What follows belongs to an exercise in optimizing a design on an open flow for small area, a short achievable clock period and few clock cycles per item; a production flow would make more cautious choices.
The RTL was checked by simulation tests, not by an equivalence proof against the original design.

==> v11: inputs <==
// cvu_unit
module cvu_unit (
    input             clk,
    input             rst,
    input             cfg_valid,
    input      [2:0]  cfg_preset,
    input      [6:0]  cfg_width,
    input             cfg_refin,
    input             cfg_refout,
    input             cfg_sym10,
    input      [63:0] cfg_poly,
    input      [63:0] cfg_init,
    input      [63:0] cfg_xor,
    input             in_valid,
    output            in_ready,
    input      [63:0] in_data,
    input      [3:0]  in_count,
    input             in_last,
    output reg        res_valid,
    output reg [63:0] res_data
);
export LEC_CHECK = 0
export CAP_MARGIN = 20
export CORE_MARGIN = 2
export CORE_UTILIZATION = 50
export SLEW_MARGIN = 20
create_clock -name core_clock -period 54.0 [get_ports {clk}]
standard.sh (not shown) runs the stock make flow with config.mk's settings and CLKGATE_MAP_FILE= SYNTH_SCRIPT=/design/flow/synth_recipe.tcl, a recipe that flattens the netlist after the stock synthesis.
==> flow/flow/run.sh <==
#!/bin/bash
# The standard layout (standard.sh: unchanged synthesis and steps) with two
# changes in how it is made:
#  - the port buffers buffer_ports inserts are plain buf_2 cells instead of
#    the delay buffers (clkdlybuf4s50_1) it picks by default;
set -euo pipefail
export BUFFER_PORTS_ARGS="-buffer_cell sky130_fd_sc_hd__buf_2"
export SETUP_SLACK_MARGIN=42.3
export SKIP_LAST_GASP=1
bash standard.sh > standard.log 2>&1
==> v22 (differences from v11) <==
--- a/flow/design.v
+++ b/flow/design.v
@@ -21,19 +21,19 @@
     integer i, j, k;
     reg  [63:0] d_q;
     reg  [8:0]  rs_q;    
     reg  [7:0]  thb_q;   
     reg  [6:0]  ths_q;   
     reg         l_q, v_q, rdy_q;
     reg         in_ready_r;
-    reg         nrdy_r;      
     reg  [2:0]  p_q;
     reg  [6:0]  w_q;
     reg         ri_q, ro_q, s10_q;
     reg         cv_q;
+    reg  [63:0] rg_poly, rg_init, rg_xor;
     assign in_ready = in_ready_r;
     reg  [63:0] G;       
     reg  [63:0] I;       
     reg  [63:0] H;       
     reg  [63:0] X;       
     reg  [6:0]  W;       
     reg         refin, refout, sym10;
@@ -45,16 +45,16 @@
     reg         res_pend;
     reg  [6:0]  e_w;
     reg         e_ri, e_ro, e_s10;
     reg  [63:0] e_x, e_g, e_i, e_h;
     always @* begin
         e_w = (w_q == 7'd0) ? 7'd1 : (w_q > 7'd64) ? 7'd64 : w_q;
         e_ri = ri_q; e_ro = ro_q; e_s10 = s10_q;
-        e_x = H;
-        e_g = G; e_i = I; e_h = 64'h0;
+        e_x = rg_xor;
+        e_g = rg_poly; e_i = rg_init; e_h = 64'h0;
         case (p_q)
             3'd0: ;
             3'd1: begin
                 e_w = 7'd32; e_ri = 1'b1; e_ro = 1'b1; e_s10 = 1'b0;
                 e_x = 64'h00000000FFFFFFFF;
                 e_g = 64'h04C11DB700000000; e_i = 64'hFFFFFFFF00000000;
                 e_h = 64'hB4E5B025F7011641;
@@ -5907,25 +5907,24 @@
     always @(posedge clk) begin
         d_q   <= in_data;
         rs_q  <= rs_nx;
         thb_q <= thb_nx;
         ths_q <= ths_nx;
         l_q   <= in_last;
         v_q   <= in_valid;
-        rdy_q <= ~nrdy_r;
+        rdy_q <= in_ready_r;
         p_q   <= cfg_preset;
         w_q   <= cfg_width;
         ri_q  <= cfg_refin;
         ro_q  <= cfg_refout;
         s10_q <= cfg_sym10;
-        if (cfg_valid) begin
-            G <= cfg_poly;
-            I <= cfg_init;
-            H <= cfg_xor;
-        end else if (cv_q) begin
+        rg_poly <= cfg_poly;
+        rg_init <= cfg_init;
+        rg_xor  <= cfg_xor;
+        if (cv_q) begin
             G <= e_g;
             I <= e_i;
             H <= e_h;
         end else begin
             if (cs2) G <= rot_out;
             if (cs3) I <= rot_out;
             if (cs2) H <= f_new;
@@ -5950,33 +5949,29 @@
         if (rst) begin
             cv_q       <= 1'b0;
             cs2        <= 1'b0;
             cs3        <= 1'b0;
             cs4        <= 1'b0;
             cs5        <= 1'b0;
             in_ready_r <= 1'b1;
-            nrdy_r     <= 1'b0;
             in_span    <= 1'b0;
             sel_i      <= 1'b1;
             nwt        <= 1'b0;
             res_pend   <= 1'b0;
             res_valid  <= 1'b0;
         end else begin
             cv_q      <= cfg_valid;
             cs2       <= cv_q & ~preset_q & ~cfg_valid;
             cs3       <= cs2 & ~cfg_valid;
             cs4       <= cs3 & ~cfg_valid;
             cs5       <= cs4 & ~cfg_valid;
-            if (cfg_valid) begin
+            if (cfg_valid)
                 in_ready_r <= (cfg_preset != 3'd0);
-                nrdy_r     <= (cfg_preset == 3'd0);
-            end else if (cs4) begin
+            else if (cs4)
                 in_ready_r <= 1'b1;
-                nrdy_r     <= 1'b0;
-            end
             if (beat)
                 in_span <= ~l_q;
             sel_i     <= ~(beat ? ~l_q : in_span) & ~(cs2 | cs3 | cs4);
             nwt       <= (cs2 | cs3 | cs4) & ~cfg_valid;
             res_pend  <= beat & l_q;
             res_valid <= res_pend;
         end
==> v25 (differences from v11) <==
--- a/flow/design.v
+++ b/flow/design.v
@@ -5962,21 +5962,18 @@
             res_valid  <= 1'b0;
         end else begin
             cv_q      <= cfg_valid;
             cs2       <= cv_q & ~preset_q & ~cfg_valid;
             cs3       <= cs2 & ~cfg_valid;
             cs4       <= cs3 & ~cfg_valid;
             cs5       <= cs4 & ~cfg_valid;
-            if (cfg_valid) begin
-                in_ready_r <= (cfg_preset != 3'd0);
-                nrdy_r     <= (cfg_preset == 3'd0);
-            end else if (cs4) begin
-                in_ready_r <= 1'b1;
-                nrdy_r     <= 1'b0;
-            end
+            in_ready_r <= ~((cfg_valid & (cfg_preset == 3'd0)) |
+                            (~cfg_valid & ((cv_q & ~preset_q) | cs2 | cs3)));
+            nrdy_r     <=   (cfg_valid & (cfg_preset == 3'd0)) |
+                            (~cfg_valid & ((cv_q & ~preset_q) | cs2 | cs3));
             if (beat)
                 in_span <= ~l_q;
             sel_i     <= ~(beat ? ~l_q : in_span) & ~(cs2 | cs3 | cs4);
             nwt       <= (cs2 | cs3 | cs4) & ~cfg_valid;
             res_pend  <= beat & l_q;
             res_valid <= res_pend;
         end
==> flow/flow/run.sh (replaced) <==
#!/bin/bash
set -euo pipefail
export BUFFER_PORTS_ARGS="-buffer_cell sky130_fd_sc_hd__buf_1"
export SETUP_SLACK_MARGIN=42.6
export SKIP_LAST_GASP=1
bash standard.sh MATCH_CELL_FOOTPRINT=0 finish > standard.log 2>&1
==> run summary <==
v22 finished clean. v11 passed the timing, design-rule and antenna checks. v25 ran to the end with no violations.
Utilization: v22 < v11 < v25.
Hold slack, lowest first: v25, v22, v11.
Of v25 and v11, v25 has the higher wire length (gap about 0.8%, measured against v11).
Synthesized cell count, lowest first: v22, v11, v25.
The lowest first-iteration DRC count belongs to v11, the highest to v25.
Flip-flop and latch count: v11 is lower than v22 (191).
Testbench counts of v11, summed over its fixed seeds: cycles 21,575, beats 21,116.
Testbench counts of v22, summed over its fixed seeds: cycles 21,575, beats 21,116.
Testbench counts of v25, summed over its fixed seeds: cycles 21,575, beats 21,116.

==> re-timing with driven ports <==
The results above use ideal ports. As a check the final layouts listed here were re-extracted and re-timed, cells and wires unchanged. Step 1 (the two cells are an assumption about what drives the block):
set clk [get_ports {clk}]
set_driving_cell -lib_cell sky130_fd_sc_hd__clkbuf_16 $clk
set_driving_cell -lib_cell sky130_fd_sc_hd__buf_2 [delete_from_list [all_inputs] $clk]
Step 2 times the ports against the registers' clock, not the clock port: input delays grow and output delays shrink by t, the midpoint of the rising clock arrivals with the driver on. Three values: ideal ports, drivers, drivers and shift; two values: the first two.
run | t, ns | slack for setup (ns) | latest minus earliest clock arrival (ns) | worst slew at a driven data input, ns | cell pins on the clock port's net
v11 | 0.754 | 41.964 / 41.910 / 41.651 | 0.055 / 0.055 | 0.12 | 1
v22 | 0.772 | 41.969 / 41.893 / 42.054 | 0.072 / 0.072 | 0.10 | 1
v25 | 0.768 | 42.002 / 41.912 / 41.534 | 0.066 / 0.067 | 0.23 | 1
After both steps every run listed still meets setup and hold. The setup slack of v25, which loses most, moves by -0.090 ns with the drivers and by -0.468 ns with both steps.
